This is an optimization exercise on Yosys and OpenROAD, whose aim is small area, a short achievable clock period and few clock cycles per item, not a production implementation.
At most, simulation tests tie the RTL to the original design; equivalence was not proved.
No functional check of the RTL was part of runs 3, 4 and 7.

## flow/design.v (module list and top-level ports; edited modules follow where they fit)
// module sr_mul1: 2665 lines
// module sr_mul2: 2461 lines
// module fp_narrow: 85 lines
// module sr_convert: 220 lines
module sr_convert (
    input  wire        clk,
    input  wire        rst,
    input  wire        in_valid,
    output wire        in_ready,
    input  wire [31:0] in_value,
    input  wire [1:0]  in_fmt,       
    input  wire        in_rnd,       
    input  wire        in_sat,
    input  wire [63:0] in_seed,
    input  wire [63:0] in_step,
    input  wire [31:0] in_tensor,
    input  wire [7:0]  in_tag,
    input  wire [47:0] in_coord,
    output reg         out_valid,
    input  wire        out_ready,
    output reg  [15:0] out_code,
    output reg  [2:0]  out_flags     
);
  // ...
==> flow/flow/run.sh <==
#!/bin/bash
# Layout flow: the standard flow (standard.sh), with timing repair asked to
# leave SETUP_MARGIN ns of setup slack at the design's own clock period, so that
# the layout is optimised for the period it reaches rather than only for the
# period it is checked at. The constraints (constraint.sdc) are not changed.
# Each tool's full output stays in orfs/logs/; make's output goes to flow.log.
set -euo pipefail
MARGIN=$(cat flow/setup_margin)
bash standard.sh SETUP_SLACK_MARGIN="$MARGIN" finish > flow.log 2>&1
==> flow/flow/setup_margin <==
17
==> flow/standard.sh <==
#!/bin/bash
# synth_recipe.tcl (not shown) runs the flow's synth.tcl, then flattens the netlist and writes it again
# the make line also repeats each setting of config.mk as NAME=value (left out here)
make -C /OpenROAD-flow-scripts/flow DESIGN_CONFIG=/design/flow/config.mk WORK_HOME=/design/flow/orfs CLKGATE_MAP_FILE= SYNTH_SCRIPT=/design/flow/synth_recipe.tcl "${@:-finish}"
==> flow/config.mk <==
export PLATFORM = sky130hd
export DESIGN_NAME = sr_convert
export DESIGN_NICKNAME = sr_convert
export VERILOG_FILES = /design/flow/design.v
export SDC_FILE = /design/flow/constraint.sdc
export NUM_CORES = 4
export LEC_CHECK = 0
export CAP_MARGIN = 20
export CORE_MARGIN = 2
export CORE_UTILIZATION = 40
export SLEW_MARGIN = 20
==> flow/constraint.sdc <==
create_clock -name core_clock -period 25.0 [get_ports {clk}]
set_input_delay 5.0000 -clock core_clock [delete_from_list [all_inputs] [get_ports {clk}]]
set_output_delay 5.0000 -clock core_clock [all_outputs]
set_load 0.01 [all_outputs]
==> results.yml, run 1 <==
critical_path:
  path_max_fanout: 7
  critical_path.reg2reg.startpoint: "r1_b[59]"
  critPathLaunchType: "flop"
  crit_end: "h3a[17]"
  worst_setup_path_end_kind: "flop"
  category_of_the_critical_setup_timing_path: "reg -> reg"
timing:
  finalHoldViolations: 0
  holdWs_ns: 0.2832
  grt_setup_unrepaired: "no"
final_layout:
  fin_cells: 8562
routing:
  postRouteWirelength_um: 251000
  detail_route.iter0.violations: 4886
  routed-wl-met2_um: 111100
synthesis:
  synth_top_area_cell: "fa_1"
  synthMostInstantiatedCell: "inv_1"
  syn_area_per_cell_um2: 11.42
  syn-num-nets: 7386
clock_tree:
  cts_post_setup_buffers_inserted: 114
  path_clk_slew_ns: 0.08
  worstSkewPairLatency_ns: 0.71
global_routing:
  grt_antenna_before_repair: 3
job:
  drv.max_cap_violation_count: 0
floorplanning:
  die_height_um: 409.7
  num_tap_cells: 2175
outcome:
  run_status: "no timing/DRC/antenna violations"
Testbench counts, summed over its fixed seeds: cycles 12,959, items 12,000.
==> run 2, diff against run 1 <==
==> flow/flow/run.sh (replaced) <==
#!/bin/bash
# Layout flow: the standard flow (standard.sh) in two parts.
#  1. The standard synthesis, unchanged.
#  2. fa_invert.py: removes the inverters that Yosys's adder extraction leaves
#     around full adder cells, using FA(~a, ~b, ~c) = ~FA(a, b, c); registers
#     and all other cells stay as they are.
#  3. The rest of the standard flow, with timing repair asked to leave
#     SETUP_MARGIN ns (flow/setup_margin) of setup slack at the design's own
#     clock period, so that the layout is optimised for the period it reaches
#     rather than only for the period it is checked at. The constraints
#     (constraint.sdc) are not changed.
# Each tool's full output stays in orfs/logs/; each step's output also goes to
# a log file of its own here.
set -euo pipefail
W=$(pwd)
MARGIN=$(cat flow/setup_margin)
RES="$W/orfs/results/$FLOW_PLATFORM/sr_convert/base"
bash standard.sh SETUP_SLACK_MARGIN="$MARGIN" "$RES/1_2_yosys.v" > synth.log 2>&1
cp "$RES/1_2_yosys.v" "$W/1_2_yosys_standard.v"
python3 flow/fa_invert.py "$RES/1_2_yosys.v" > fa_invert.log 2>&1
bash standard.sh SETUP_SLACK_MARGIN="$MARGIN" finish > flow.log 2>&1
==> flow/flow/fa_invert.py (new file) <==
#!/usr/bin/env python3
"""Removes inverters around the full adder cells of a Yosys netlist.

A full adder commutes with complementing all of its inputs and outputs:
FA(~a, ~b, ~c) = (~sum, ~carry). Yosys's adder extraction leaves many full
adders with inverters on their inputs or outputs. For a full adder, this
takes the inverters' inputs instead of its inverted inputs (and an inverter
on each input that was not inverted), and the complemented outputs, which
then cancel the inverters that follow. A change is made only when it lowers
the count of inverters; the process repeats until no change does. Registers and every other cell are left as they are.

usage: fa_invert.py netlist.v [out.v]
"""
import re
import sys

OUT_PINS = {"X", "Y", "Q", "Q_N", "SUM", "COUT", "HI", "LO"}
INV_RE = re.compile(r"^sky130_fd_sc_hd__(inv|clkinv)_\d+$")
FA_RE = re.compile(r"^sky130_fd_sc_hd__fa_\d+$")
CELL_RE = re.compile(r"^  (sky130_fd_sc_hd__\w+) (\S+)\s+\(\n(.*?)\n  \);\n", re.S | re.M)
PIN_RE = re.compile(r"\.(\w+)\((.*)\)")


def main():
    src = open(sys.argv[1]).read()
    dst = sys.argv[2] if len(sys.argv) > 2 else sys.argv[1]
    m0 = CELL_RE.search(src)
    header = src[:m0.start()]
    end = src.rindex("endmodule")
    body = src[m0.start():end]
    footer = src[end:]

    cells = []
    pos = 0
    for m in CELL_RE.finditer(body):
        assert body[pos:m.start()].strip() == "", body[pos:m.start()][:200]
        pos = m.end()
        pins = []
        for line in m.group(3).split("\n"):
            pm = PIN_RE.search(line)
            pins.append([pm.group(1), pm.group(2).strip()])
        cells.append({"type": m.group(1), "name": m.group(2), "pins": pins, "dead": False})
    assert body[pos:].strip() == ""

    ports = set()
    for m in re.finditer(r"^\s*(input|output)\s+(\[(\d+):(\d+)\]\s+)?(\S+);", header, re.M):
        name = m.group(5)
        if m.group(2):
            hi, lo = int(m.group(3)), int(m.group(4))
            for i in range(min(hi, lo), max(hi, lo) + 1):
                ports.add("%s[%d]" % (name, i))
        else:
            ports.add(name)

    driver = {}
    loads = {}

    def add_pin(ci, pi):
        p, n = cells[ci]["pins"][pi]
        if p in OUT_PINS:
            driver[n] = (ci, pi)
        else:
            loads.setdefault(n, set()).add((ci, pi))

    def del_pin(ci, pi):
        p, n = cells[ci]["pins"][pi]
        if p in OUT_PINS:
            if driver.get(n) == (ci, pi):
                del driver[n]
        else:
            loads[n].discard((ci, pi))

    def set_net(ci, pi, net):
        del_pin(ci, pi)
        cells[ci]["pins"][pi][1] = net
        add_pin(ci, pi)

    for ci in range(len(cells)):
        for pi in range(len(cells[ci]["pins"])):
            add_pin(ci, pi)

    def pin_index(ci, pin):
        for pi, (p, _) in enumerate(cells[ci]["pins"]):
            if p == pin:
                return pi
        raise KeyError(pin)

    def is_inv(ci):
        return not cells[ci]["dead"] and INV_RE.match(cells[ci]["type"])

    def inv_in(ci):
        return cells[ci]["pins"][pin_index(ci, "A")][1]

    def inv_out(ci):
        return cells[ci]["pins"][pin_index(ci, "Y")][1]

    def inverted_source(net):
        """The net whose complement net is, when an inverter drives net."""
        d = driver.get(net)
        if d and is_inv(d[0]):
            return inv_in(d[0])
        return None

    def nloads(net):
        return len(loads.get(net, ())) + (1 if net in ports else 0)

    def existing_inverter(net):
        for (ci, pi) in loads.get(net, ()):
            if is_inv(ci) and cells[ci]["pins"][pi][0] == "A":
                return ci
        return None

    new_wires = []
    counter = [0]

    def new_net():
        counter[0] += 1
        n = "_fainv%d_" % counter[0]
        new_wires.append(n)
        return n

    def new_inverter(a, y):
        counter[0] += 1
        cells.append({"type": "sky130_fd_sc_hd__inv_1", "name": "_fainv_c%d_" % counter[0],
                      "pins": [["A", a], ["Y", y]], "dead": False})
        ci = len(cells) - 1
        add_pin(ci, 0)
        add_pin(ci, 1)
        return ci

    def kill(ci):
        for pi in range(len(cells[ci]["pins"])):
            del_pin(ci, pi)
        cells[ci]["dead"] = True

    def const(net):
        return "'" in net

    def gain(ci):
        ins = [cells[ci]["pins"][pin_index(ci, p)][1] for p in ("A", "B", "CIN")]
        if any(const(n) for n in ins):
            return None
        srcs = [inverted_source(n) for n in ins]
        removed = added = 0
        counted = set()
        for n, s in zip(ins, srcs):
            if s is not None:
                # this pin is the inverter's only load
                if nloads(n) == ins.count(n) and n not in counted:
                    removed += 1
                    counted.add(n)
            elif existing_inverter(n) is None:
                added += 1
        for p in ("SUM", "COUT"):
            o = cells[ci]["pins"][pin_index(ci, p)][1]
            rest = 1 if o in ports else 0
            for (lc, lp) in loads.get(o, ()):
                if is_inv(lc) and inv_out(lc) not in ports:
                    removed += 1
                else:
                    rest += 1
            if rest:
                added += 1
        return removed - added

    def apply(ci):
        for p in ("A", "B", "CIN"):
            pi = pin_index(ci, p)
            n = cells[ci]["pins"][pi][1]
            s = inverted_source(n)
            if s is not None:
                d = driver[n][0]
                set_net(ci, pi, s)
                if nloads(n) == 0:
                    kill(d)
            else:
                e = existing_inverter(n)
                if e is None:
                    w = new_net()
                    new_inverter(n, w)
                else:
                    w = inv_out(e)
                set_net(ci, pi, w)
        for p in ("SUM", "COUT"):
            pi = pin_index(ci, p)
            o = cells[ci]["pins"][pi][1]
            o2 = new_net()
            set_net(ci, pi, o2)
            for (lc, lp) in list(loads.get(o, ())):
                if is_inv(lc) and inv_out(lc) not in ports:
                    w = inv_out(lc)
                    for (wc, wp) in list(loads.get(w, ())):
                        set_net(wc, wp, o2)
                    kill(lc)
            if nloads(o):
                new_inverter(o2, o)

    ninv0 = sum(1 for c in range(len(cells)) if is_inv(c))
    fas = [ci for ci in range(len(cells)) if FA_RE.match(cells[ci]["type"])]
    changed = True
    rounds = 0
    while changed and rounds < 50:
        changed = False
        rounds += 1
        for ci in fas:
            g = gain(ci)
            if g is not None and g > 0:
                apply(ci)
                changed = True
    ninv1 = sum(1 for c in range(len(cells)) if is_inv(c))

    out = [header.rstrip("\n") + "\n"]
    for w in new_wires:
        out.append("  wire %s;\n" % w)
    for c in cells:
        if c["dead"]:
            continue
        out.append("  %s %s (\n" % (c["type"], c["name"]))
        out.append(",\n".join("    .%s(%s)" % (p, n + " " if n.startswith("\\") else n)
                               for p, n in c["pins"]))
        out.append("\n  );\n")
    out.append(footer)
    open(dst, "w").write("".join(out))
    print("fa_invert: inverters %d -> %d in %d rounds" % (ninv0, ninv1, rounds))


if __name__ == "__main__":
    main()
==> run 2 against run 1 <==
  * Still clean
  * Register-to-register slack improved by 0.03 ns
  * Fmax increased by 0.36%
  * Via count decreased by 5.1%
  * Synthesized cell count decreased by 13%
  * Clock-buffer cell count increased by 3
  * Final cell count decreased by 9.6%
  * Routed wire length decreased by 0.16%
  * Utilization increased by 0.61 points
  * Hold slack improved by 0.043 ns
  * Die area decreased by 4.3%
==> results.yml, run 2 <==
clock_tree:
  cts_num_sinks: 694
  cts_htree_levels: 3
  worstSkewPairLatency_ns: 0.69
  cts_tree: "yes"
  cts_made_buffers: 76
  clockBufferDepth: 3
  path_clk_slew_ns: 0.06
  cts_hold_buf: 0
  clk_root_buf: "clkbuf_16"
timing:
  final-setup-viol-count: 0
  max_slew.worst_pin.slew_ns: 1.094
  max_freq_ghz: 0.1271
  finalHoldViolations: 0
  final.setup_skew_ns: 0.04510
  worst_slew_margin_rel_pct: 26.96
  finalWorstPathRequiredPeriod_ns: 7.865
  fin_setup_tns_ns: 0
  fin_crit_sh_pct: 31.46
  grt_setup_unrepaired: "no"
  slew_violations: 0
floorplanning:
  placeableCoreArea_um2: 156200
  die_height_um: 400.7
  floorplan.initialDensity_pct: 40.29
  fp.dieArea_um2: 160500
  std_cell_rows: 145
  chip_width_um: 400.7
  top_level_ports: 277
final_layout:
  synthToLayoutAreaGrowth_pct: 19.14
  layout_commonest_cell: "fa_1"
  drive_gt1_share_pct: 13.53
  final.fill_count: 13822
  nNetsFinal: 7243
  multiInputGateArea_um2: 42930
  antenna_diode_count: 0
  most-common-layout-cells: "fa_1 (1214), inv_1 (520), xnor2_1 (482)"
  ff_latch_area_um2: 18510
critical_path:
  worst_setup_path_end_kind: "flop"
  category_of_the_critical_setup_timing_path: "reg -> reg"
  crit_path_max_incr_delay_ns: 0.68
  critical_path.cell_chain: "xor2_1 > buf_4 > inv_1 > fa_1 > fa_1 > fa_1 > fa_1 > fa_1 > fa_1 > fa_1 > ha_1 > and3_1 > a221oi_1 > o21ai_2 > a31o_2 > a21o_1 > a21oi_1 > xnor2_2 > xnor2_1 > xor2_1"
  cp_launch_point: "r1_b[62]"
  worst_ep_required_time_ns: 25.38
  path_common_cell: "fa_1"
  reg2reg_setup_slack_ns: 17.13
  cpMaxStageDelayCell: "xnor2_1"
  cp.arrival_ns: 8.25
  critical_path.reg2reg.startpoint: "r1_b[62]"
  path_max_fanout: 7
  critPathLaunchType: "flop"
global_routing:
  via_count_of_the_first_global_routing_pass: 46263
  grt_start_max_net_pins: 75
  grt_antenna_before_repair: 8
  groute.usage.overall_pct: 31.30
  grt_first_pass_wirelength_um: 353900
  grt_remaining_overflow: 0
synthesis:
  syn_area_um2: 62940
  yosysWarningCount: 2
  netlist_instances: 4995
  syn-num-nets: 6617
  syn_area_per_cell_um2: 12.60
routing:
  antenna_violating_nets_post_route: 0
  wl_per_cell_um: 32.37
  drtPass1Iterations: 6
  count_of_vias_placed_by_the_detailed_router: 44201
  detail_route.iter0.violations: 5180
  postRouteWirelength_um: 250600
  detail_route.drc_violations: 0
  avgViaCountPerCell: 5.709
placed_design:
  port_buffers: 276
  finalWeightedCongestion: 1.020
  dp_hpwl_um: 198100
outcome:
  run_status: "no timing/DRC/antenna violations"
job:
  drv.max_cap_violation_count: 0
worst_hold_path:
  holdCritPathClass: "reg -> reg"
  timing.hold.worst.start: "r1_value[16]"
-- run 2: path summary, 6_finish.rpt --
kind | cells past startpoint | end
min | 0 | r2_value[16]
min reg2reg | 0 | r2_value[16]
max reg2reg | 20 | h3a[21]
max | 20 | h3a[21]
-- run 2: critical path: cells and delay by family (launching register included) --
kind | cells | cell delay, ns
fa+ha+maj | 8 | 3.63
simple gates | 1 | 0.19
xor+xnor | 4 | 1.30
flops | 1 | 0.62
buf+inv | 2 | 0.53
compound gates | 5 | 1.31
-- run 2: area by class of cell --
cell class | instances | share of cell area (%)
Sequential cell | 694 | 24.69
Tap cell | 2058 | 3.434
Multi-Input combinational cell | 3630 | 57.26
Clock buffer | 105 | 2.930
Clock inverter | 37 | 0.5974
Timing Repair Buffer | 654 | 8.053
Inverter | 565 | 3.044
-- run 2: repair_timing --
| action | in CTS | in global routing |
|---|---|---|
| pin swaps | 10 | 19 |
| endpoints found under the setup margin | 149 | 128 |
| gates resized for setup | 104 | 152 |
| buffers inserted | 122 | 112 |
| cloned | 1 | 1 |
-- run 2: layer usage --
metal  wire (µm)  vias up  GRT usage [%]
met5          70        -              0
met4       15340       10          15.26
met3       25490      583          7.896
met2      110800     2680          47.35
met1       98950    23031          42.08
li1            -    17897              -
-- run 2: stage by stage --
stage | util, % | hold slack [ns] | setup WS (ns) | instance area [µm²] | instances
after floorplan | - | 0.3096 | 17.04 | 63150 | 4995
after global placement | 44.40 | 0.3104 | 15.68 | 69350 | 7365
after detailed placement | 44.40 | 0.3121 | 15.50 | 69350 | 7365
after CTS | 47.06 | 0.3261 | 16.99 | 73510 | 7630
after global routing | 48.00 | 0.3312 | 16.88 | 74990 | 7743
final | 48.00 | 0.3258 | 17.13 | 74990 | 7743
==> module sr_convert, before the edit <==
module sr_convert (
    input  wire        clk,
    input  wire        rst,
    input  wire        in_valid,
    output wire        in_ready,
    input  wire [31:0] in_value,
    input  wire [1:0]  in_fmt,       
    input  wire        in_rnd,       
    input  wire        in_sat,
    input  wire [63:0] in_seed,
    input  wire [63:0] in_step,
    input  wire [31:0] in_tensor,
    input  wire [7:0]  in_tag,
    input  wire [47:0] in_coord,
    output reg         out_valid,
    input  wire        out_ready,
    output reg  [15:0] out_code,
    output reg  [2:0]  out_flags     
);
    localparam [63:0] GOLDEN = 64'h9E3779B97F4A7C15;
    localparam [3:0] M_F  = 4'd0;    
    localparam [3:0] M_R1 = 4'd1;    
    localparam [3:0] M_W1 = 4'd2;
    localparam [3:0] M_P2 = 4'd3;
    localparam [3:0] M_R2 = 4'd4;    
    localparam [3:0] M_W2 = 4'd5;
    localparam [3:0] M_P3 = 4'd6;
    localparam [3:0] M_R3 = 4'd7;    
    localparam [3:0] M_W3 = 4'd8;
    localparam [1:0] T_NONE = 2'd0;
    localparam [1:0] T_ITEM = 2'd1;
    localparam [1:0] T_H2   = 2'd2;
    localparam [1:0] T_H3   = 2'd3;
    function [63:0] xs30(input [63:0] v);
        xs30 = v ^ (v >> 30);
    endfunction
    reg [63:0] k_seed, k_step;
    reg [39:0] k_tt;                 
    reg [63:0] h2, h3a;
    reg        v2, v3;               
    reg        r0_valid;
    reg [31:0] r0_value;
    reg [1:0]  r0_fmt;
    reg        r0_rnd, r0_sat;
    reg [47:0] r0_acoord;            
    reg        r0_eq2, r0_eq3;       
    reg        r0_fix;               
    reg        rdy;
    reg [3:0]  mode;
    reg        sel_f;
    reg [63:0] pa;                   
    reg [1:0]  r1_tag;
    reg [63:0] r1_b;
    reg [31:0] r1_value;
    reg [1:0]  r1_fmt;
    reg        r1_rnd, r1_sat;
    reg        r2_item;
    reg [15:0] r2_r;
    reg [31:0] r2_value;
    reg [1:0]  r2_fmt;
    reg        r2_rnd, r2_sat;
    reg [18:0] ob0, ob1, ob2;        
    reg [1:0]  ocnt, ord, owr;
    assign in_ready = rdy;
    wire V2 = r0_fix | (v2 & r0_eq2);
    wire V3 = r0_fix | (v3 & r0_eq3);
    wire miss = r0_rnd & ~V3;
    wire r1_item = (r1_tag == T_ITEM);
    wire [2:0] occ = {2'b00, out_valid} + {1'b0, ocnt};
    wire space_ok = (occ + {2'b00, r1_item} + {2'b00, r2_item}) <= 3'd3;
    wire leave = r0_valid & (mode == M_F) & space_ok & ~miss;
    wire eq2_in = (in_seed == k_seed) & (in_step == k_step);
    wire eq3_in = eq2_in & ({in_tensor, in_tag} == k_tt);
    reg [3:0] mode_n;
    always @* begin
        case (mode)
            M_F:     mode_n = (r0_valid & miss) ? (V2 ? M_R3 : M_R1) : M_F;
            M_R1:    mode_n = M_W1;
            M_W1:    mode_n = M_P2;
            M_P2:    mode_n = M_R2;
            M_R2:    mode_n = M_W2;
            M_W2:    mode_n = M_P3;
            M_P3:    mode_n = M_R3;
            M_R3:    mode_n = M_W3;
            default: mode_n = M_F;
        endcase
        if (rst) mode_n = M_F;
    end
    wire r0_valid_n = ~rst & (rdy ? in_valid : r0_valid);
    wire r0_rnd_n   = rdy ? in_rnd : r0_rnd;
    wire V3_n       = ~rst & (rdy ? (V3 & eq3_in) : ((mode == M_W3) | V3));
    wire r1_item_n  = (mode == M_F) & leave;
    wire ld  = ~out_valid | out_ready;
    wire deq = out_valid & out_ready;
    wire [2:0] occ_n = occ - {2'b00, deq} + {2'b00, r2_item};
    wire space_n = (occ_n + {2'b00, r1_item_n} + {2'b00, r1_item}) <= 3'd3;
    wire rdy_n = ~r0_valid_n | ((mode_n == M_F) & space_n & ~(r0_rnd_n & ~V3_n));
    always @(posedge clk) begin
        rdy <= rdy_n;
        if (rdy) begin
            k_seed    <= in_seed;
            k_step    <= in_step;
            k_tt      <= {in_tensor, in_tag};
            r0_value  <= in_value;
            r0_fmt    <= in_fmt;
            r0_rnd    <= in_rnd;
            r0_sat    <= in_sat;
            r0_acoord <= in_coord ^ (in_coord >> 30);
            r0_eq2    <= eq2_in;
            r0_eq3    <= eq3_in;
        end
        if (rst) begin
            r0_valid <= 1'b0;
            r0_fix   <= 1'b0;
            v2       <= 1'b0;
            v3       <= 1'b0;
        end else if (rdy) begin
            r0_valid <= in_valid;
            r0_fix   <= 1'b0;
            v2       <= V2;
            v3       <= V3;
        end else if (mode == M_W3) begin
            r0_fix   <= 1'b1;
            v2       <= 1'b1;
            v3       <= 1'b1;
        end
    end
    always @(posedge clk) begin
        mode  <= mode_n;
        sel_f <= (mode_n == M_F);
        case (mode_n)
            M_R1:    pa <= xs30(k_seed ^ GOLDEN);
            M_R2:    pa <= xs30(h2 ^ k_step);
            default: pa <= xs30(h2 ^ {k_tt, 24'd0});
        endcase
    end
    wire [63:0] a  = sel_f ? (h3a ^ {16'd0, r0_acoord}) : pa;
    wire [63:0] na = ~(sel_f ? (h3a ^ {16'd0, r0_acoord}) : pa);
    wire [63:0] b;
    sr_mul1 u_mul1 (.a(a), .na(na), .p(b));
    always @(posedge clk) begin
        if (rst)
            r1_tag <= T_NONE;
        else
            case (mode)
                M_F:        r1_tag <= leave ? T_ITEM : T_NONE;
                M_R1, M_R2: r1_tag <= T_H2;
                M_R3:       r1_tag <= T_H3;
                default:    r1_tag <= T_NONE;
            endcase
        r1_b     <= b;
        r1_value <= r0_value;
        r1_fmt   <= r0_fmt;
        r1_rnd   <= r0_rnd;
        r1_sat   <= r0_sat;
    end
    wire [63:0] c  = r1_b ^ (r1_b >> 27);
    wire [63:0] nc = ~(r1_b ^ (r1_b >> 27));
    wire [63:0] d;
    sr_mul2 u_mul2 (.a(c), .na(nc), .p(d));
    wire [63:0] y = d ^ (d >> 31);
    always @(posedge clk) begin
        if (r1_tag == T_H2) h2  <= y;
        if (r1_tag == T_H3) h3a <= xs30(y);
        r2_item <= ~rst & r1_item;
        r2_r     <= y[15:0];
        r2_value <= r1_value;
        r2_fmt   <= r1_fmt;
        r2_rnd   <= r1_rnd;
        r2_sat   <= r1_sat;
    end
    wire [18:0] cv_lo, cv_hi;
    wire [15:0] cv_frac;
    fp_narrow u_conv (
        .x(r2_value), .fmt(r2_fmt), .rnd(r2_rnd), .sat(r2_sat),
        .lo(cv_lo), .hi(cv_hi), .frac(cv_frac));
    wire [16:0] srsum = {1'b0, r2_r} + {1'b0, cv_frac};
    wire [18:0] res   = srsum[16] ? cv_hi : cv_lo;
    reg [18:0] obr;
    always @* begin
        case (ord)
            2'd0:    obr = ob0;
            2'd1:    obr = ob1;
            default: obr = ob2;
        endcase
    end
    wire [1:0] ord_inc = (ord == 2'd2) ? 2'd0 : ord + 2'd1;
    wire [1:0] owr_inc = (owr == 2'd2) ? 2'd0 : owr + 2'd1;
    always @(posedge clk) begin
        if (r2_item) begin
            if (owr == 2'd0) ob0 <= res;
            if (owr == 2'd1) ob1 <= res;
            if (owr == 2'd2) ob2 <= res;
        end
        if (ld) begin
            if (ocnt != 2'd0)
                {out_flags, out_code} <= obr;
            else
                {out_flags, out_code} <= res;
        end
        if (rst) begin
            out_valid <= 1'b0;
            ocnt      <= 2'd0;
            ord       <= 2'd0;
            owr       <= 2'd0;
        end else if (ld) begin
            if (ocnt != 2'd0) begin
                out_valid <= 1'b1;
                ord       <= ord_inc;
                if (r2_item) owr  <= owr_inc;
                else         ocnt <= ocnt - 2'd1;
            end else begin
                out_valid <= r2_item;
            end
        end else if (r2_item) begin
            owr  <= owr_inc;
            ocnt <= ocnt + 2'd1;
        end
    end
endmodule
==> run 3, diff against run 2 <==
--- a/flow/design.v
+++ b/flow/design.v
@@ -5261,3 +5261,2 @@
     reg        sel_f;
-    reg [63:0] pa;                   
     reg [1:0]  r1_tag;
@@ -5341,10 +5340,5 @@
         sel_f <= (mode_n == M_F);
-        case (mode_n)
-            M_R1:    pa <= xs30(k_seed ^ GOLDEN);
-            M_R2:    pa <= xs30(h2 ^ k_step);
-            default: pa <= xs30(h2 ^ {k_tt, 24'd0});
-        endcase
     end
-    wire [63:0] a  = sel_f ? (h3a ^ {16'd0, r0_acoord}) : pa;
-    wire [63:0] na = ~(sel_f ? (h3a ^ {16'd0, r0_acoord}) : pa);
+    wire [63:0] a  = h3a ^ {16'd0, r0_acoord & {48{sel_f}}};
+    wire [63:0] na = ~a;
     wire [63:0] b;
@@ -5374,3 +5368,10 @@
         if (r1_tag == T_H2) h2  <= y;
-        if (r1_tag == T_H3) h3a <= xs30(y);
+        if (r1_tag == T_H3)
+            h3a <= xs30(y);
+        else if (mode_n == M_R1)
+            h3a <= xs30(k_seed ^ GOLDEN);
+        else if (mode_n == M_R2)
+            h3a <= xs30(h2 ^ k_step);
+        else if (mode_n == M_R3)
+            h3a <= xs30(h2 ^ {k_tt, 24'd0});
         r2_item <= ~rst & r1_item;
==> run 3 against run 2 <==
  * Register-to-register slack better by 0.04 ns
  * First-iteration DRC count shrank 8.8%
  * Still clean on timing, DRC and antenna
  * Largest cell class unchanged
  * Die area is 1.3% lower
==> results.yml, run 3 <==
routing:
  detail_route.drc_violations: 0
  postRouteWirelength_um: 239300
  antenna_violating_nets_post_route: 0
  detail_route.iter0.violations: 4722
  drtPass1Iterations: 6
  wl_per_cell_um: 31.27
  avgViaCountPerCell: 5.597
  count_of_vias_placed_by_the_detailed_router: 42843
global_routing:
  grt_antenna_before_repair: 12
  grt_start_max_net_pins: 70
  groute.usage.overall_pct: 30.53
  grt_first_pass_wirelength_um: 338600
  grt_remaining_overflow: 0
  via_count_of_the_first_global_routing_pass: 44914
timing:
  finalHoldViolations: 0
  finalWorstPathRequiredPeriod_ns: 7.826
  worst_slew_margin_rel_pct: 24.90
  slew_violations: 0
  grt_setup_unrepaired: "yes"
  final-setup-viol-count: 0
  max_freq_ghz: 0.1278
  fin_crit_sh_pct: 31.30
  max_slew.worst_pin.slew_ns: 1.124
  fin_setup_tns_ns: 0
  final.setup_skew_ns: 0.05690
critical_path:
  worst_ep_required_time_ns: 25.40
  reg2reg_setup_slack_ns: 17.17
  critical_path.cell_chain: "xor2_2 > buf_4 > fa_1 > inv_1 > fa_1 > fa_1 > fa_1 > inv_1 > fa_1 > ha_1 > nand2b_1 > o21bai_1 > a2111o_1 > a221o_1 > a41oi_2 > o31a_1 > o21ai_0 > xnor2_1 > xnor2_1 > xnor2_1 > a21oi_1"
  crit_path_max_incr_delay_ns: 0.84
  cp.arrival_ns: 8.22
  path_max_fanout: 13
  category_of_the_critical_setup_timing_path: "reg -> reg"
  reg2reg_depth: 21
  timing.rr.end: "h3a[9]"
  cpMaxStageDelayCell: "xnor2_1"
  critical_path.reg2reg.startpoint: "r1_b[31]"
  path_common_cell: "fa_1"
  worst_setup_path_end_kind: "flop"
  critPathLaunchType: "flop"
worst_hold_path:
  timing.hold.worst_endpoint: "r2_value[3]"
  number_of_cells_on_the_worst_hold_path: 0
  holdCritPathClass: "reg -> reg"
  timing.hold.worst.start: "r1_value[3]"
floorplanning:
  floorplan.initialDensity_pct: 40.29
  std_cell_rows: 144
  die_height_um: 398.2
  fp.dieArea_um2: 158500
  chip_width_um: 398.2
  top_level_ports: 277
  placeableCoreArea_um2: 154200
clock_tree:
  worstSkewPairLatency_ns: 0.70
  cts_htree_levels: 3
  cts_num_sinks: 630
  clk_root_buf: "clkbuf_16"
  cts_hold_buf: 0
  cts_made_buffers: 69
  cts_tree: "yes"
  path_clk_slew_ns: 0.07
  clockBufferDepth: 3
outcome:
  run_status: "no timing/DRC/antenna violations"
placed_design:
  finalWeightedCongestion: 1.026
  placement.cell_area_um2: 68250
  dp_hpwl_um: 192500
  port_buffers: 276
synthesis:
  syn_area_per_cell_um2: 12.32
  syn_area_um2: 62150
  yosysWarningCount: 2
  syn-num-nets: 6666
  netlist_instances: 5044
final_layout:
  synthToLayoutAreaGrowth_pct: 16.52
  nNetsFinal: 7173
  most-common-layout-cells: "fa_1 (1219), inv_1 (567), edfxtp_1 (457)"
  final_area_um2: 72410
  drive_gt1_share_pct: 10.92
  layout_commonest_cell: "fa_1"
  finalCoreUtilization_pct: 46.95
job:
  drv.max_cap_violation_count: 0
==> run 3: metrics by stage <==
| step | hold WS (ns) | worst slack (ns) | cells |
|---|---|---|---|
| 2_1_floorplan | 0.3096 | 16.74 | 5044 |
| 3_3_place_gp | 0.3120 | 15.81 | 7389 |
| 3_5_place_dp | 0.3121 | 15.68 | 7391 |
| 4_1_cts | 0.3028 | 16.99 | 7564 |
| 5_1_grt | 0.3213 | 16.87 | 7653 |
| 6_report | 0.3035 | 17.17 | 7654 |
==> run 3: final cells by class <==
type | instances | area (µm²)
multi-input cells | 3712 | 43100
fillers | 14045 | 81810
inverters | 601 | 2372
clock inverters | 29 | 405.4
well taps | 2044 | 2557
repair buffers | 537 | 4813
clock buffers | 97 | 1934
flip-flops and latches | 630 | 17220
diodes | 4 | 10.01
==> run 3: layer usage <==
| layer | wire length, µm | GRT usage, % |
|---|---|---|
| met2 | 108700 | 46.97 |
| met4 | 11640 | 12.24 |
| met5 | 31 | 0 |
| met1 | 95850 | 41.67 |
| met3 | 23140 | 7.270 |
==> run 3: what timing repair did <==
action	CTS	global route
buffers inserted	43	86
endpoints found under the setup margin	204	140
gates resized for setup	93	94
gates cloned	4	0
pin swaps	8	15
==> run 3: how the worst max path moves through the flow <==
stage               end  slack (ns)       from
4_1_cts         h3a[32]       16.99   r1_b[52]
6_report         h3a[9]       17.17   r1_b[31]
3_3_place_gp    ob0[12]       15.81  r2_fmt[0]
2_1_floorplan  in_ready       16.74        rdy
3_5_place_dp    h3a[32]       15.68   r1_b[30]
5_1_grt          h3a[0]       16.87   r1_b[30]
==> run 3: worst max-delay path: cells and delay by family, from the launching register on <==
| family | cells | cell delay [ns] |
|---|---|---|
| AO/OA/AOI/OAI | 7 | 1.62 |
| XOR/XNOR | 4 | 1.66 |
| adder cells (fa/ha/maj) | 6 | 3.11 |
| buffers and inverters | 3 | 0.52 |
| flip-flops | 1 | 0.44 |
| AND/OR/NAND/NOR | 1 | 0.13 |
==> run 4, diff against run 3 <==
--- a/flow/design.v
+++ b/flow/design.v
@@ -5283,2 +5283,5 @@
     wire eq3_in = eq2_in & ({in_tensor, in_tag} == k_tt);
+    wire V2_cap  = V2 & eq2_in;
+    wire V3_cap  = V3 & eq3_in;
+    wire miss_in = rdy & in_valid & in_rnd & ~V3_cap;
     reg [3:0] mode_n;
@@ -5286,3 +5289,4 @@
         case (mode)
-            M_F:     mode_n = (r0_valid & miss) ? (V2 ? M_R3 : M_R1) : M_F;
+            M_F:     mode_n = miss_in ? (V2_cap ? M_R3 : M_R1) :
+                              (r0_valid & miss) ? (V2 ? M_R3 : M_R1) : M_F;
             M_R1:    mode_n = M_W1;
@@ -5300,3 +5304,3 @@
     wire r0_rnd_n   = rdy ? in_rnd : r0_rnd;
-    wire V3_n       = ~rst & (rdy ? (V3 & eq3_in) : ((mode == M_W3) | V3));
+    wire V3_n       = ~rst & (rdy ? V3_cap : ((mode == M_W3) | V3));
     wire r1_item_n  = (mode == M_F) & leave;
@@ -5371,3 +5375,3 @@
         else if (mode_n == M_R1)
-            h3a <= xs30(k_seed ^ GOLDEN);
+            h3a <= xs30((rdy ? in_seed : k_seed) ^ GOLDEN);
         else if (mode_n == M_R2)
@@ -5375,3 +5379,3 @@
         else if (mode_n == M_R3)
-            h3a <= xs30(h2 ^ {k_tt, 24'd0});
+            h3a <= xs30(h2 ^ {(rdy ? {in_tensor, in_tag} : k_tt), 24'd0});
         r2_item <= ~rst & r1_item;
--- a/flow/flow/run.sh
+++ b/flow/flow/run.sh
@@ -10,3 +10,5 @@
 #     rather than only for the period it is checked at. The constraints
-#     (constraint.sdc) are not changed.
+#     (constraint.sdc) are not changed. Every port still gets a buffer, as
+#     in the standard flow, but a plain buf_1 (which repair may resize) in
+#     place of the delay cell the resizer picks by default.
 # Each tool's full output stays in orfs/logs/; each step's output also goes to
@@ -20,2 +22,3 @@
 python3 flow/fa_invert.py "$RES/1_2_yosys.v" > fa_invert.log 2>&1
-bash standard.sh SETUP_SLACK_MARGIN="$MARGIN" finish > flow.log 2>&1
+bash standard.sh SETUP_SLACK_MARGIN="$MARGIN" \
+    "BUFFER_PORTS_ARGS=-buffer_cell sky130_fd_sc_hd__buf_1" finish > flow.log 2>&1
==> run 4 against run 3 <==
  * Cell area rose by 0.87%
  * Sequential cell count did not move
  * First-iteration DRC count rose by 18%
  * Final cell count rose by 2.9%
  * Via count rose by 4.2%
  * Die area rose by 0.60%
  * Setup slack got worse by 0.70 ns
  * Synthesized area rose by 0.61%
  * Critical path type is now in -> reg
  * Non-clock buffer count rose by 44
  * Register-to-register slack got worse by 0.36 ns
  * Sequential share of layout area fell by 1.6 points
==> results.yml, run 4 <==
routing:
  detail_route.iter0.violations: 5575
  detail_route.drc_violations: 0
  postRouteWirelength_um: 240600
  antenna_violating_nets_post_route: 0
  wl_per_cell_um: 30.54
  count_of_vias_placed_by_the_detailed_router: 44653
  drtPass1Iterations: 6
  avgViaCountPerCell: 5.667
clock_tree:
  cts_tree: "yes"
  clockBufferDepth: 3
  cts_num_sinks: 630
  cts_hold_buf: 0
  cts_made_buffers: 71
  clk_root_buf: "clkbuf_16"
  path_clk_slew_ns: 0.06
  worstSkewPairLatency_ns: 0.69
  cts_htree_levels: 3
timing:
  setup_slack_ns: 16.47
  fin_setup_tns_ns: 0
  final-setup-viol-count: 0
  grt_setup_unrepaired: "yes"
  final.setup_skew_ns: 0.03313
  slew_violations: 0
  finalWorstPathRequiredPeriod_ns: 8.530
  max_slew.worst_pin.slew_ns: 1.072
  finalHoldViolations: 0
  max_freq_ghz: 0.1172
  fin_crit_sh_pct: 34.12
  worst_slew_margin_rel_pct: 28.29
floorplanning:
  std_cell_rows: 145
  top_level_ports: 277
  chip_width_um: 399.4
  die_height_um: 399.4
  placeableCoreArea_um2: 155700
  floorplan.initialDensity_pct: 40.17
  fp.dieArea_um2: 159500
critical_path:
  reg2reg_depth: 26
  category_of_the_critical_setup_timing_path: "in -> reg"
  critPathLaunchType: "input pin"
  cp.arrival_ns: 8.93
  worst_setup_path_end_kind: "flop"
  reg2reg_setup_slack_ns: 16.81
  cp_launch_point: "in_step[6]"
  path_max_fanout: 8
  critical_path.reg2reg.startpoint: "r1_b[27]"
  worst_ep_required_time_ns: 25.40
synthesis:
  netlist_instances: 5240
  syn-num-nets: 6862
  syn_area_per_cell_um2: 11.93
  yosysWarningCount: 2
  syn_area_um2: 62530
global_routing:
  grt_start_max_net_pins: 139
  grt_remaining_overflow: 0
  via_count_of_the_first_global_routing_pass: 46282
  grt_antenna_before_repair: 7
  grt_first_pass_wirelength_um: 340800
  groute.usage.overall_pct: 30.41
placed_design:
  finalWeightedCongestion: 1.013
  dp_hpwl_um: 187800
  dpl_worst_slack_ns: 14.06
  port_buffers: 276
worst_hold_path:
  number_of_cells_on_the_worst_hold_path: 0
  timing.hold.worst.start: "r1_fmt[1]"
  holdCritPathClass: "reg -> reg"
final_layout:
  synthToLayoutAreaGrowth_pct: 16.82
  nNetsFinal: 7384
  drive_gt1_share_pct: 13.92
  layout_commonest_cell: "fa_1"
  most-common-layout-cells: "fa_1 (1219), inv_1 (617), xnor2_1 (384)"
outcome:
  run_status: "no timing/DRC/antenna violations"
job:
  drv.max_cap_violation_count: 0
-- run 4: changes by cell type in the layout (fill, tap and decap cells not counted), moves of 58 or more --
| cell | previous run | this run |
|---|---|---|
| buf_1 | 0 | 270 |
| clkdlybuf4s50_1 | 275 | 0 |
| dfxtp_1 | 153 | 261 |
| edfxtp_1 | 457 | 353 |
| mux2_2 | 8 | 87 |
| xnor2_1 | 442 | 384 |
-- run 4: what timing repair did --
item / CTS / global route
setup endpoints to repair: 252 / 225
pin swaps: 73 / 67
gates resized for setup: 209 / 206
setup buffers: 57 / 84
cloned: 15 / 5
-- run 4: worst paths after layout --
path	endpoint
min	r2_fmt[1]
max reg2reg	h3a[13]
max	h3a[32]
min reg2reg	r2_fmt[1]
-- run 4: routing by layer --
layer	track usage (%)	routed length, µm	vias up
li1	-	-	18298
met1	40.77	93230	23034
met2	46.08	107500	2691
met3	8.507	26320	624
met4	13.35	13560	6
met5	0	39	-
-- run 4: layout make-up --
class	instances	area, µm²
fillers	14115	82620
multi-input cells	3842	45360
flip-flops and latches	630	16170
repair buffers	581	4043
well taps	2058	2575
inverters	636	2456
clock buffers	94	2049
clock inverters	36	386.6
diodes	2	5.005
-- run 4: worst max-delay path, cell delays in order --
cell,delay (ns)
buf_1,0.10
xnor2_1,0.54
nand4_1,0.19
nor4_1,0.23
nand4_1,0.25
nor4_4,0.19
buf_4,0.20
nor3b_4,0.20
nor2_1,0.08
o41a_1,0.33
or2_4,0.26
nor2_4,0.17
buf_12,0.16
buf_12,0.14
buf_16,0.16
buf_8,0.14
buf_6,0.10
a21oi_2,0.04
xnor2_1,0.13
a211oi_1,0.24
a21oi_1,0.07
-- run 4: metrics by stage --
stage | hold slack, ns | instances | utilization [%] | area (µm²)
finish | 0.3241 | 7879 | 46.92 | 73040
global route | 0.3302 | 7879 | 46.92 | 73040
CTS | 0.3262 | 7786 | 45.85 | 71370
detailed placement | 0.3121 | 7584 | 43.16 | 67180
global placement | 0.3112 | 7584 | 43.16 | 67180
floorplan | 0.3096 | 5240 | - | 62640
==> run 5, diff against run 4 <==
--- a/flow/design.v
+++ b/flow/design.v
@@ -5370,12 +5370,17 @@
     wire [63:0] y = d ^ (d >> 31);
-    always @(posedge clk) begin
-        if (r1_tag == T_H2) h2  <= y;
+    reg [63:0] hnext;
+    always @* begin
         if (r1_tag == T_H3)
-            h3a <= xs30(y);
+            hnext = y;
         else if (mode_n == M_R1)
-            h3a <= xs30((rdy ? in_seed : k_seed) ^ GOLDEN);
+            hnext = (rdy ? in_seed : k_seed) ^ GOLDEN;
         else if (mode_n == M_R2)
-            h3a <= xs30(h2 ^ k_step);
-        else if (mode_n == M_R3)
-            h3a <= xs30(h2 ^ {(rdy ? {in_tensor, in_tag} : k_tt), 24'd0});
+            hnext = h2 ^ k_step;
+        else
+            hnext = h2 ^ {(rdy ? {in_tensor, in_tag} : k_tt), 24'd0};
+    end
+    always @(posedge clk) begin
+        if (r1_tag == T_H2) h2  <= y;
+        if (r1_tag == T_H3 || mode_n == M_R1 || mode_n == M_R2 || mode_n == M_R3)
+            h3a <= xs30(hnext);
         r2_item <= ~rst & r1_item;
==> flow/flow/setup_margin (replaced) <==
18
--- a/flow/config.mk
+++ b/flow/config.mk
@@ -9,3 +9,5 @@
 export CORE_MARGIN = 2
-export CORE_UTILIZATION = 40
+export CORE_UTILIZATION = 55
+export CTS_CLUSTER_DIAMETER = 100
+export CTS_CLUSTER_SIZE = 20
 export SLEW_MARGIN = 20
==> run 5 against run 4 <==
  * Still clean
  * First-iteration DRC count down 4.8%
  * Non-clock buffer count up 402
  * Synthesized cell count is 2.6% lower
  * Cell area rose by 4.8%
  * Clock-buffer cell count shrank 32
  * Hold slack about the same
  * Global-route usage up 12 points
  * Synthesized area shrank 1.6%
  * Critical path type unchanged
  * Largest cell class unchanged
==> results.yml, run 5 <==
outcome:
  run_status: "no timing/DRC/antenna violations"
job:
  drv.max_cap_violation_count: 0
floorplanning:
  std_cell_rows: 122
  chip_width_um: 338.4
  placeableCoreArea_um2: 110800
  floorplan.initialDensity_pct: 55.51
  fp.dieArea_um2: 114500
  top_level_ports: 277
  die_height_um: 338.4
routing:
  drtPass1Iterations: 5
  avgViaCountPerCell: 6.110
  wl_per_cell_um: 32.06
  antenna_violating_nets_post_route: 0
  count_of_vias_placed_by_the_detailed_router: 45962
  detail_route.drc_violations: 0
  detail_route.iter0.violations: 5310
  postRouteWirelength_um: 241200
clock_tree:
  cts_tree: "yes"
  clockBufferDepth: 3
  cts_made_buffers: 40
  worstSkewPairLatency_ns: 0.66
  clk_root_buf: "clkbuf_16"
  cts_num_sinks: 630
  cts_htree_levels: 2
  path_clk_slew_ns: 0.10
global_routing:
  via_count_of_the_first_global_routing_pass: 46918
  grt_start_max_net_pins: 124
  groute.usage.overall_pct: 41.98
  grt_remaining_overflow: 0
  grt_antenna_before_repair: 7
  grt_first_pass_wirelength_um: 339700
final_layout:
  final.fill_count: 8222
  most-common-layout-cells: "fa_1 (1101), inv_1 (523), buf_4 (521)"
  synthToLayoutAreaGrowth_pct: 24.38
  final_area_um2: 76510
  layout_commonest_cell: "fa_1"
  nNetsFinal: 7620
  drive_gt1_share_pct: 25.96
  fin_cells: 7522
timing:
  max_freq_ghz: 0.1266
  grt_setup_unrepaired: "yes"
  finalHoldViolations: 0
  slew_violations: 0
  final.setup_skew_ns: 0.05185
  worst_slew_margin_rel_pct: 31.03
  setup_slack_ns: 17.10
  max_slew.worst_pin.slew_ns: 1.034
  finalWorstPathRequiredPeriod_ns: 7.899
  fin_setup_tns_ns: 0
  fin_crit_sh_pct: 31.60
  final-setup-viol-count: 0
placed_design:
  placed_cells: 6853
  finalWeightedCongestion: 1.037
  dp_hpwl_um: 177500
  dpl_worst_slack_ns: 14.63
  port_buffers: 276
  placement.cell_area_um2: 65770
worst_hold_path:
  holdCritPathClass: "reg -> reg"
critical_path:
  category_of_the_critical_setup_timing_path: "in -> reg"
  worst_setup_path_end_kind: "flop"
  worst_ep_required_time_ns: 25.42
  critPathLaunchType: "input pin"
  path_max_fanout: 7
  cp.arrival_ns: 8.32
synthesis:
  syn_area_um2: 61520
  netlist_instances: 5106
  syn-num-nets: 6728
  yosysWarningCount: 2
  syn_area_per_cell_um2: 12.05
[run 5: changes by cell type in the layout (fill, tap and decap cells not counted), sizes merged, moves of 12 or more]
cell,delta
buf,+397
o211ai,+21
o31ai,-17
a21oi,-19
nor3,-21
inv,-92
clkinv,-12
o21ai,-26
nand2,+63
clkinvlp,+49
mux2,+27
xnor2,-123
clkbuf,-29
[run 5: area by class of cell]
class	count	area, µm²	area share (%)
clock inverters	11	151.4	0.1979
flip-flops and latches	630	16260	21.25
clock buffers	62	1084	1.416
inverters	602	2517	3.290
diodes	5	12.51	0.01635
repair buffers	983	8147	10.65
multi-input cells	3741	46480	60.75
well taps	1488	1862	2.433
[run 5: critical path, cell delays in order]
cell and delay [ns]:
buf_6 0.11, xor2_4 0.15, nor4_4 0.32, nand4_1 0.30, nor4_2 0.38, and4_4 0.32
and2_4 0.17, nand2b_4 0.06, nand2b_4 0.08, a311oi_4 0.10, nand3b_1 0.23, buf_4 0.17
buf_12 0.13, buf_12 0.11, buf_16 0.13, mux2i_1 0.18, nand2_1 0.09, o21ai_2 0.15
xnor2_1 0.13
[run 5: what timing repair did]
item | 4_1_cts | 5_1_grt
pin swaps | 152 | 246
setup endpoints to repair | 324 | 262
resized for setup | 582 | 427
buffers inserted | 353 | 206
gates cloned | 26 | 6
hold buffers | 0 | 0
[run 5: metal layers]
layer,track usage (%),routed length [µm],up-vias
met3,12.61,28860,843
met5,0,52,-
met4,24.42,18810,8
met1,55.37,88540,23356
met2,61.90,104900,3152
li1,-,-,18603
[run 5: path summary, 6_finish.rpt]
check	endpoint	depth (start not counted)	slack, ns	startpoint
worst min-delay path	r2_value[10]	0	0.32	r1_value[10]
worst min register to register	r2_value[10]	0	0.32	r1_value[10]
worst max register to register	h3a[17]	24	17.79	r1_b[34]
worst max-delay path	h3a[7]	19	17.10	in_step[53]
[run 5: stage by stage]
stage / hold WS (ns) / util (%)
after floorplan: 0.3096 / -
after CTS: 0.3283 / 65.87
after global placement: 0.3107 / 59.34
after detailed placement: 0.3121 / 59.35
after global routing: 0.3322 / 69.03
final: 0.3245 / 69.04
Testbench counts of run 5, summed over its fixed seeds: cycles 12,708, items 12,000.
==> run 6, diff against run 5 <==
==> flow/flow/setup_margin (replaced) <==
17
==> run 6 against run 5 <==
  * Non-clock buffer count fell by 444
  * Die area unchanged
  * Critical path type unchanged
  * Critical endpoint is now h3a[13]
  * Synthesized cell count unchanged
  * Via count shrank 6.5%
  * Clock skew fell by 0.011 ns
==> results.yml, run 6 <==
global_routing:
  gr-usage-met3_pct: 10.83
  grt_remaining_overflow: 0
  grt_start_max_net_pins: 133
  groute.usage.overall_pct: 39.88
  grt_util_met1_pct: 54.07
  grt_antenna_before_repair: 7
  grt_first_pass_wirelength_um: 324200
  globalRouteMet2Util_pct: 60.22
  top_usage_layer_grt: "met2"
  via_count_of_the_first_global_routing_pass: 44781
clock_tree:
  clockBufferDepth: 3
  cts_htree_levels: 2
  path_clk_slew_ns: 0.09
  cts_made_buffers: 40
  cts_num_sinks: 630
  worstSkewPairLatency_ns: 0.66
  cts_tree: "yes"
  clk_root_buf: "clkbuf_16"
synthesis:
  yosysWarningCount: 2
  syn-num-nets: 6728
  netlist_instances: 5106
  syn_area_per_cell_um2: 12.05
  syn_area_um2: 61520
floorplanning:
  std_cell_rows: 122
  floorplan.initialDensity_pct: 55.51
  placeableCoreArea_um2: 110800
  top_level_ports: 277
  die_height_um: 338.4
  fp.dieArea_um2: 114500
  chip_width_um: 338.4
timing:
  worst_slew_margin_rel_pct: 27.21
  setup_slack_ns: 17.01
  fin_setup_tns_ns: 0
  grt_setup_unrepaired: "yes"
  finalWorstPathRequiredPeriod_ns: 7.993
  max_freq_ghz: 0.1251
  fin_crit_sh_pct: 31.97
  max_slew.worst_pin.slew_ns: 1.061
  final.setup_skew_ns: 0.04085
  final-setup-viol-count: 0
  finalHoldViolations: 0
  slew_violations: 0
routing:
  antenna_violating_nets_post_route: 0
  postRouteWirelength_um: 225000
  drtPass1Iterations: 5
  detail_route.drc_violations: 0
  wl_per_cell_um: 31.79
  avgViaCountPerCell: 6.071
  detail_route.iter0.violations: 4339
  count_of_vias_placed_by_the_detailed_router: 42962
final_layout:
  nNetsFinal: 7174
  most-common-layout-cells: "fa_1 (1215), inv_1 (569), edfxtp_1 (353)"
  layout_commonest_cell: "fa_1"
  drive_gt1_share_pct: 11.46
  synthToLayoutAreaGrowth_pct: 11.57
  final_area_um2: 68640
critical_path:
  critPathLaunchType: "input pin"
  worst_setup_path_end_kind: "flop"
  worst_ep_required_time_ns: 25.38
  path_max_fanout: 17
  category_of_the_critical_setup_timing_path: "in -> reg"
  cp.arrival_ns: 8.38
placed_design:
  placement.cell_area_um2: 65350
  port_buffers: 276
  finalWeightedCongestion: 1.003
  dpl_worst_slack_ns: 14.65
  dp_hpwl_um: 179600
outcome:
  run_status: "no timing/DRC/antenna violations"
job:
  drv.max_cap_violation_count: 0
worst_hold_path:
  holdCritPathClass: "reg -> reg"
-- run 6: stage by stage --
| step | instances | hold slack, ns | utilization (%) |
|---|---|---|---|
| final | 7077 | 0.3272 | 61.94 |
| after global routing | 7074 | 0.3330 | 61.93 |
| after CTS | 7033 | 0.3245 | 61.26 |
| after detailed placement | 6876 | 0.3121 | 58.97 |
| after global placement | 6876 | 0.3104 | 58.97 |
| after floorplan | 5106 | 0.3096 | - |
-- run 6: worst max-delay path, stage by stage --
cell and delay (ns):
buf_1 0.10, xor2_1 0.17, nor4_2 0.35, nand4_1 0.30, nor4_2 0.37, and4_4 0.30
and2_1 0.16, nand2b_1 0.08, nand2b_1 0.09, a311oi_2 0.15, nand3b_1 0.20, buf_12 0.20
mux2_2 0.35, o21ai_1 0.40, xnor2_1 0.14
-- run 6: final cells by class --
| cell class | instances | area (µm²) |
|---|---|---|
| multi-input cells | 3739 | 43620 |
| fillers | 9225 | 42180 |
| flip-flops and latches | 630 | 16180 |
| repair buffers | 539 | 3319 |
| inverters | 602 | 2380 |
| well taps | 1488 | 1862 |
| clock buffers | 65 | 1105 |
| clock inverters | 9 | 158.9 |
| diodes | 5 | 12.51 |
-- run 6: worst paths after layout --
| kind | endpoint | startpoint | cells after the start | slack [ns] |
|---|---|---|---|---|
| worst max-delay path | h3a[13] | in_step[61] | 15 | 17.01 |
| worst min register to register | r2_fmt[1] | r1_fmt[1] | 0 | 0.33 |
| worst max register to register | h3a[12] | r1_b[43] | 27 | 17.10 |
| worst min-delay path | r2_fmt[1] | r1_fmt[1] | 0 | 0.33 |
-- run 6: what timing repair did --
| item | CTS | global route |
|---|---|---|
| pin swaps | 13 | 16 |
| hold buffers | 0 | 0 |
| gates resized for setup | 123 | 95 |
| endpoints found under the setup margin | 241 | 190 |
| gates cloned | 3 | 1 |
| buffers inserted | 80 | 38 |
-- run 6: routing by layer --
layer  vias up  wire (µm)
li1      17687          -
met1     22045      86720
met2      2600     100400
met3       624      24460
met4         6      13230
met5         -        149
==> run 7, diff against run 6 <==
--- a/flow/design.v
+++ b/flow/design.v
@@ -5283,9 +5283,9 @@
     wire eq3_in = eq2_in & ({in_tensor, in_tag} == k_tt);
-    wire V2_cap  = V2 & eq2_in;
     wire V3_cap  = V3 & eq3_in;
-    wire miss_in = rdy & in_valid & in_rnd & ~V3_cap;
+    wire miss_tt = rdy & in_valid & in_rnd & V2 & ({in_tensor, in_tag} != k_tt);
     reg [3:0] mode_n;
+    reg       r3_chk;            
     always @* begin
         case (mode)
-            M_F:     mode_n = miss_in ? (V2_cap ? M_R3 : M_R1) :
+            M_F:     mode_n = miss_tt ? M_R3 :
                               (r0_valid & miss) ? (V2 ? M_R3 : M_R1) : M_F;
@@ -5297,3 +5297,3 @@
             M_P3:    mode_n = M_R3;
-            M_R3:    mode_n = M_W3;
+            M_R3:    mode_n = (r3_chk & ~V2) ? M_R1 : M_W3;
             default: mode_n = M_F;
@@ -5342,4 +5342,5 @@
     always @(posedge clk) begin
-        mode  <= mode_n;
-        sel_f <= (mode_n == M_F);
+        mode   <= mode_n;
+        sel_f  <= (mode_n == M_F);
+        r3_chk <= (mode == M_F);
     end
@@ -5356,3 +5357,3 @@
                 M_R1, M_R2: r1_tag <= T_H2;
-                M_R3:       r1_tag <= T_H3;
+                M_R3:       r1_tag <= (r3_chk & ~V2) ? T_NONE : T_H3;
                 default:    r1_tag <= T_NONE;
@@ -5375,3 +5376,3 @@
         else if (mode_n == M_R1)
-            hnext = (rdy ? in_seed : k_seed) ^ GOLDEN;
+            hnext = k_seed ^ GOLDEN;
         else if (mode_n == M_R2)
==> run 7 against run 6 <==
  * Routed wire length is 0.14% lower
  * Register-to-register slack improved by 0.08 ns
  * Non-clock buffer count up 59
  * Final cell count down 0.71%
  * Largest cell class unchanged
  * Critical endpoint is now h3a[30]
==> results.yml, run 7 <==
clock_tree:
  cts_htree_levels: 2
  worstSkewPairLatency_ns: 0.70
  clk_root_buf: "clkbuf_16"
  cts_hold_buf: 0
  cts_tree: "yes"
  cts_num_sinks: 631
  clockBufferDepth: 3
  path_clk_slew_ns: 0.09
  cts_made_buffers: 43
timing:
  final-setup-viol-count: 0
  grt_setup_unrepaired: "yes"
  finalWorstPathRequiredPeriod_ns: 7.953
  setup_slack_ns: 17.05
  max_freq_ghz: 0.1257
  fin_crit_sh_pct: 31.81
  final.setup_skew_ns: 0.05640
  worst_slew_margin_rel_pct: 19.12
  slew_violations: 0
  finalHoldViolations: 0
  max_slew.worst_pin.slew_ns: 1.204
  fin_setup_tns_ns: 0
final_layout:
  nNetsFinal: 7127
  synthToLayoutAreaGrowth_pct: 13.25
  most-common-layout-cells: "fa_1 (1213), inv_1 (553), edfxtp_1 (417)"
  layout_commonest_cell: "fa_1"
  drive_gt1_share_pct: 12.52
synthesis:
  netlist_instances: 4972
  syn-num-nets: 6594
  syn_area_per_cell_um2: 12.26
  syn_area_um2: 60960
  yosysWarningCount: 2
floorplanning:
  top_level_ports: 277
  floorplan.initialDensity_pct: 55.23
  die_height_um: 336.9
  std_cell_rows: 122
  chip_width_um: 336.9
  placeableCoreArea_um2: 110400
  fp.dieArea_um2: 113500
critical_path:
  category_of_the_critical_setup_timing_path: "in -> reg"
  path_max_fanout: 6
  cpMaxStageDelayCell: "nor2_1"
  worst_ep_required_time_ns: 25.44
  critPathLaunchType: "input pin"
  worst_setup_path_end_kind: "flop"
  critical_path.reg2reg.startpoint: "r1_b[32]"
  crit_path_max_incr_delay_ns: 0.36
  cpLargestDelayFamily: "simple AND/OR/NAND/NOR gates"
  reg2reg_setup_slack_ns: 17.18
  critical_path.cell_chain: "buf_1 > xor2_2 > nor4_2 > nand4_1 > nor4_4 > buf_4 > o31ai_1 > and3b_1 > a21oi_2 > nor2_1 > nand2b_4 > clkbuf_16 > buf_12 > mux2i_2 > xnor2_1 > o21ai_0 > o21ai_1 > xor2_1"
  timing.critical_path.buf_inv: 4
  cp.arrival_ns: 8.39
  timing.rr.end: "h3a[28]"
  reg2reg_depth: 29
routing:
  antenna_violating_nets_post_route: 0
  count_of_vias_placed_by_the_detailed_router: 42713
  postRouteWirelength_um: 224700
  drtPass1Iterations: 6
  avgViaCountPerCell: 6.078
  detail_route.drc_violations: 0
  detail_route.iter0.violations: 4886
  wl_per_cell_um: 31.97
worst_hold_path:
  holdCritPathClass: "reg -> reg"
  timing.hold.worst.start: "r1_value[1]"
  number_of_cells_on_the_worst_hold_path: 0
  timing.hold.worst_endpoint: "r2_value[1]"
placed_design:
  dp_hpwl_um: 176200
  port_buffers: 276
  dpl_worst_slack_ns: 15.16
  finalWeightedCongestion: 1.004
global_routing:
  grt_start_max_net_pins: 75
  grt_antenna_before_repair: 9
  groute.usage.overall_pct: 40.05
  grt_first_pass_wirelength_um: 314700
  grt_remaining_overflow: 0
  via_count_of_the_first_global_routing_pass: 43700
job:
  drv.max_cap_violation_count: 0
outcome:
  run_status: "no timing/DRC/antenna violations"
==> run 7: worst max path at each step <==
stage | endpoint | slack [ns] | cells after the start | from
floorplan | h3a[1] | 17.00 | 24 | r1_b[37]
global placement | out_code[13] | 15.38 | 34 | r2_fmt[0]
finish | h3a[30] | 17.05 | 18 | in_tag[5]
global route | r1_b[63] | 16.94 | 31 | sel_f
detailed placement | out_code[11] | 15.16 | 34 | r2_fmt[0]
CTS | h3a[1] | 17.00 | 27 | r1_b[53]
==> run 7: worst reg2reg max path, delay by kind of cell, from the launching register on <==
kind | cells | cell delay (ns)
compound gates | 9 | 1.94
xor+xnor | 4 | 0.82
fa+ha+maj | 5 | 2.08
buf+inv | 8 | 1.14
flops | 1 | 0.44
simple gates | 3 | 1.17
==> run 7: layer usage <==
layer | vias to the layer above | global-route usage (%) | routed length, µm
met5 | - | 0.5957 | 223
met3 | 648 | 13.45 | 27780
met2 | 2815 | 58.97 | 98400
met1 | 21832 | 53.99 | 85150
li1 | 17406 | - | -
met4 | 12 | 18.28 | 13100
==> run 7: layout make-up <==
class / instances / area, µm²
multi-input cells: 3640 / 42610
inverters: 591 / 2356
fillers: 8914 / 41330
flip-flops and latches: 631 / 16880
repair buffers: 598 / 3926
clock buffers: 64 / 1176
clock inverters: 12 / 212.7
well taps: 1488 / 1862
diodes: 3 / 7.507
==> run 7: timing repair <==
item	4_1_cts	5_1_grt
setup endpoints to repair	242	154
buffers inserted	66	105
cloned	2	8
pin swaps	10	16
resized for setup	116	183
==> run 7: stage by stage <==
| step | area [µm²] | util [%] | hold WS [ns] | std cells |
|---|---|---|---|---|
| finish | 69030 | 62.55 | 0.3237 | 7027 |
| global route | 69030 | 62.55 | 0.3188 | 7026 |
| detailed placement | 64910 | 58.81 | 0.3128 | 6767 |
| global placement | 64910 | 58.81 | 0.3103 | 6767 |
| floorplan | 61020 | - | 0.3096 | 4972 |
| CTS | 67420 | 61.09 | 0.3120 | 6911 |

==> what the ideal ports hide <==
The flow's constraints put no driver on any port. The routed layouts listed below were extracted and timed again, unchanged, in two steps.
Step 1, drivers: a clkbuf_16 drives clk and a buf_2 each remaining input, both assumed.
Step 2, shift: input delay + t, output delay - t, t = (earliest + latest rising clock arrival at the registers) / 2. This alone moves slack from input paths to output paths.
a / b / c = ideal ports / drivers / drivers and shift; a / b = the first two.
run | t, ns | slack for setup (ns) | cell pins on the clock port's net
run 1 | 0.774 | 17.106 / 17.106 / 16.756 | 1
run 2 | 0.756 | 17.135 / 17.135 / 16.439 | 1
run 3 | 0.756 | 17.174 / 17.174 / 16.522 | 1
run 4 | 0.752 | 16.470 / 16.511 / 15.759 | 1
run 5 | 0.711 | 17.101 / 17.133 / 16.422 | 1
run 6 | 0.720 | 17.007 / 17.063 / 16.343 | 1
run 7 | 0.753 | 17.047 / 17.107 / 16.354 | 1
After both steps every run listed still meets setup and hold. The setup slack of run 4, which loses most, moves by +0.041 ns with the drivers and by -0.711 ns with both steps.
